This is an optimization exercise on Yosys and OpenROAD, whose aim is small area and a short achievable clock period, not a production implementation.
Only simulation tests tie the RTL to the original design; equivalence was not proved.

**design/flow/design.v**
```verilog
module windlass_mac (
    input  wire        clk,
    input  wire        rst,
    input  wire        in_valid,
    input  wire        in_last,
    input  wire [31:0] in_a,
    input  wire [31:0] in_s,
    output reg         out_valid,
    output reg  [63:0] out_c
);
    reg  [63:0] acc;
    wire signed [63:0] prod = $signed(in_a) * $signed(in_s);
    wire        [63:0] sum  = acc + prod;
    always @(posedge clk) begin
        if (rst) begin
            acc       <= 64'd0;
            out_valid <= 1'b0;
        end else begin
            out_valid <= 1'b0;
            if (in_valid) begin
                if (in_last) begin
                    out_c     <= sum;
                    out_valid <= 1'b1;
                    acc       <= 64'd0;
                end else begin
                    acc <= sum;
                end
            end
        end
    end
endmodule
```
**design/flow/run.sh**
```bash
#!/bin/bash
# synth_recipe.tcl (not shown) runs the flow's synth.tcl, then flattens the netlist and writes it again
# the make line also repeats each setting of config.mk as NAME=value (left out here)
make -C /OpenROAD-flow-scripts/flow DESIGN_CONFIG=/design/flow/config.mk WORK_HOME=/design/flow/orfs CLKGATE_MAP_FILE= SYNTH_SCRIPT=/design/flow/synth_recipe.tcl finish
```
**design/flow/config.mk**
```make
export PLATFORM = sky130hd
export DESIGN_NAME = windlass_mac
export DESIGN_NICKNAME = windlass_mac
export VERILOG_FILES = /design/flow/design.v
export SDC_FILE = /design/flow/constraint.sdc
export NUM_CORES = 4
export LEC_CHECK = 0
export CAP_MARGIN = 20
export CORE_MARGIN = 2
export CORE_UTILIZATION = 40
export SLEW_MARGIN = 20
```
**design/flow/constraint.sdc**
```tcl
create_clock -name core_clock -period 11.0 [get_ports {clk}]
set_input_delay 2.2000 -clock core_clock [delete_from_list [all_inputs] [get_ports {clk}]]
set_output_delay 2.2000 -clock core_clock [all_outputs]
set_load 0.01 [all_outputs]
```
==> results.toml <==
[status]
outcome = "finished clean"

[critical_path]
path_max_fanout = 15
path_class = "primary input to register"
start_kind = "primary input"
arrival_ps = 10970
end_kind = "register"
critPathRequiredTime_ps = 11290

[clock_network]
ctsRootBufferMaster = "clkbuf_16"
post-cts-setup-buffer-count = 0
worstSkewPairLatency_ps = 450
cts_buffers = 17
clk_pin_slew_worst_paths_ps = 60
cts.repair.resized = 0
clockBufferDepth = 2
htreeDepth = 4
cts_tree = "yes"
ctsHoldBuffers = 0
cts_sinks = 129

[route]
wl_um = 114000
wl_per_cell_um = 18.4
num_vias = 30391
drc_errors = 0
viasPerCell = 4.90
first_iter_violations = 1457
drt_first_pass_iters = 5
ant_nets = 0

[timing]
hold_viol_final = 0
slew_violations = 0
timing.final.crit_share_pct = 97.1
setup_viol = 0
fmax_mhz = 93.7
tns_ps = 0
fin_skew_ps = 12.8
maxSlewHeadroom_pct = 20.8
worstMarginPinSlew_ps = 1170
layout_min_cycle_time_ps = 10680
rsz0062_at_grt = "no"
whs_ps = 466

[finish]
synthToLayoutAreaGrowth_pct = 8.74
diodes = 0
final_util_pct = 43.8
nFillCells = 10815
drive_gt1_share_pct = 3.97
finalNetCount = 6193
final_cells = 6198

[die]
core_area_um2 = 111000
fp-row-count = 122
chipHeight_um = 338
dieArea_um2 = 114000
io_pins = 133
initial_core_util_pct = 40.3
die_w_um = 338

[logic_synthesis]
synth_cell_types = 76
syn_avg_cell_area_um2 = 9.59
synthFlopType = "dfxtp_1"
synth-edff-count = 64
ys_ff_latch = 129
syn_nets = 6142
synth.cell_area_um2 = 44600
ys_async_sr_fraction_pct = 0
postSynthCellCount = 4646
yosys_warnings = 1
synth-seq-area-share_pct = 7.23

[grt]
grt_pass1_vias = 33364
grtUsageTotal_pct = 21.2
overflow = 0
grt_pass1_wl_um = 186000
grt_antenna_before_repair = 2
grt_max_degree = 70

[placed_design]
gp_congestion = 0.924
place_hpwl_um = 98700
io_buffers = 132
dp_cells = 6166

[job]
cap_violations = 0

[worst_hold_path]
hp-class = "register to register"
## cells in the mapped netlist (all sizes together) (9+ instances only)
library cell / n / area, um2
nand4: 18 / 119
nand2b: 13 / 81.3
clkbuf: 214 / 805
o21a: 15 / 113
nor2: 117 / 442
and2: 460 / 2880
dfxtp: 65 / 1300
o21bai: 10 / 75.1
a22o: 9 / 78.8
a21oi: 68 / 344
nand3: 12 / 60.1
fa: 1210 / 24200
buf: 15 / 145
nor3: 13 / 65.1
a2bb2oi: 39 / 348
edfxtp: 64 / 1920
inv: 1258 / 4720
o21ai: 43 / 219
xnor2: 56 / 498
a21o: 34 / 255
nor2b: 10 / 62.6
ha: 218 / 2730
xor2: 17 / 149
nand2: 583 / 2190
## cell usage in the layout (no fill, tap or decap), types with 34 or more instances in the layout
| master | instances |
|---|---|
| fa_1 | 1210 |
| nor2_1 | 115 |
| dfxtp_1 | 65 |
| a21o_1 | 34 |
| edfxtp_1 | 64 |
| inv_1 | 1258 |
| clkdlybuf4s50_1 | 130 |
| ha_1 | 218 |
| a21oi_1 | 67 |
| buf_4 | 122 |
| a2bb2oi_1 | 38 |
| nand2_1 | 582 |
| xnor2_1 | 55 |
| and2_1 | 460 |
## kinds of logic (layout without fill, tap and decap cells)
| logic type | Yosys count | after routing | synth area share (%) |
|---|---|---|---|
| multiplexers | 1 | 1 | 0.0225 |
| flip-flops | 129 | 129 | 7.23 |
| XOR/XNOR | 73 | 73 | 1.45 |
| adder cells (fa/ha/maj) | 1428 | 1428 | 60.5 |
| AND/OR/NAND/NOR | 1249 | 1249 | 13.6 |
| buffers and inverters | 1489 | 1553 | 12.8 |
| AO/OA/AOI/OAI | 277 | 277 | 4.43 |
## metal layers
layer / vias to the layer above / part of all wire, % / track usage, %
met5: - / 0.030 / 0
met2: 613 / 56 / 39.9
met1: 16265 / 38 / 25.9
met4: 6 / 2.4 / 4.78
li1: 13376 / - / -
met3: 131 / 3.7 / 2.31
## worst paths after layout
check	start	end	slack [ps]	cells past startpoint
worst max-delay path	in_s[6]	acc[57]$_SDFFE_PP0P_	320	27
worst min-delay path	acc[62]$_SDFFE_PP0P_	acc[62]$_SDFFE_PP0P_	470	2
worst max register to register	acc[19]$_SDFFE_PP0P_	acc[57]$_SDFFE_PP0P_	3120	25
worst min register to register	acc[62]$_SDFFE_PP0P_	acc[62]$_SDFFE_PP0P_	470	2
## sequential cells by signal, summed over array words and instances, names as in the netlist
signal and flops:
acc 64, out_c 64, out_valid 1
## worst max-delay path, stage by stage
cell,delay [ps]
clkdlybuf4s50_1,940
buf_4,270
buf_4,230
and2_1,180
fa_1,450
fa_1,440
fa_1,550
inv_1,50
fa_1,390
fa_1,540
inv_1,50
fa_1,510
fa_1,500
inv_1,50
fa_1,490
inv_1,50
ha_1,350
o21ai_0,210
a21oi_1,100
o41ai_1,940
nor3_1,240
o211ai_2,190
nand2_1,170
a211o_1,320
a21oi_1,260
or4bb_1,170
o311ai_1,90
## per-stage QoR
step,worst slack (ps),instance area (um2)
6_report,322,48500
5_1_grt,125,48500
4_1_cts,641,48500
3_5_place_dp,181,47900
3_3_place_gp,203,47900
2_1_floorplan,527,44600
## area by class of cell
cell class / instances / area, um2 / area share [%]
Sequential cell: 129 / 3220 / 6.65
Clock buffer: 20 / 468 / 0.966
Inverter: 1259 / 4730 / 9.75
Timing Repair Buffer: 262 / 2390 / 4.93
Tap cell: 1488 / 1860 / 3.84
Multi-Input combinational cell: 3028 / 35700 / 73.6
Clock inverter: 12 / 123 / 0.253

## what the ideal ports hide
How much do the figures lean on ideal ports? The routed layout below was timed once more, with nothing changed but the port constraints.
Step 1 (the two cells are an assumption about what drives the block):
set clk [get_ports {clk}]
set_driving_cell -lib_cell sky130_fd_sc_hd__clkbuf_16 $clk
set_driving_cell -lib_cell sky130_fd_sc_hd__buf_2 [delete_from_list [all_inputs] $clk]
Step 2 times the ports against the registers' clock, not the clock port: input delays grow and output delays shrink by t, the midpoint of the rising clock arrivals with the driver on.
a / b / c = no drivers / after step 1 / after step 2; a / b = the first two.
shift t [ns]: 0.494
slack for setup (ns): 0.322 / 0.348 / -0.146
worst register clock-pin slew, ns: 0.07 / 0.07
worst slew at a driven data input, ns: 0.10
With both steps, setup timing fails in this run, where it was met with ideal ports. The setup slack of this run moves by +0.026 ns with the drivers and by -0.468 ns with both steps.
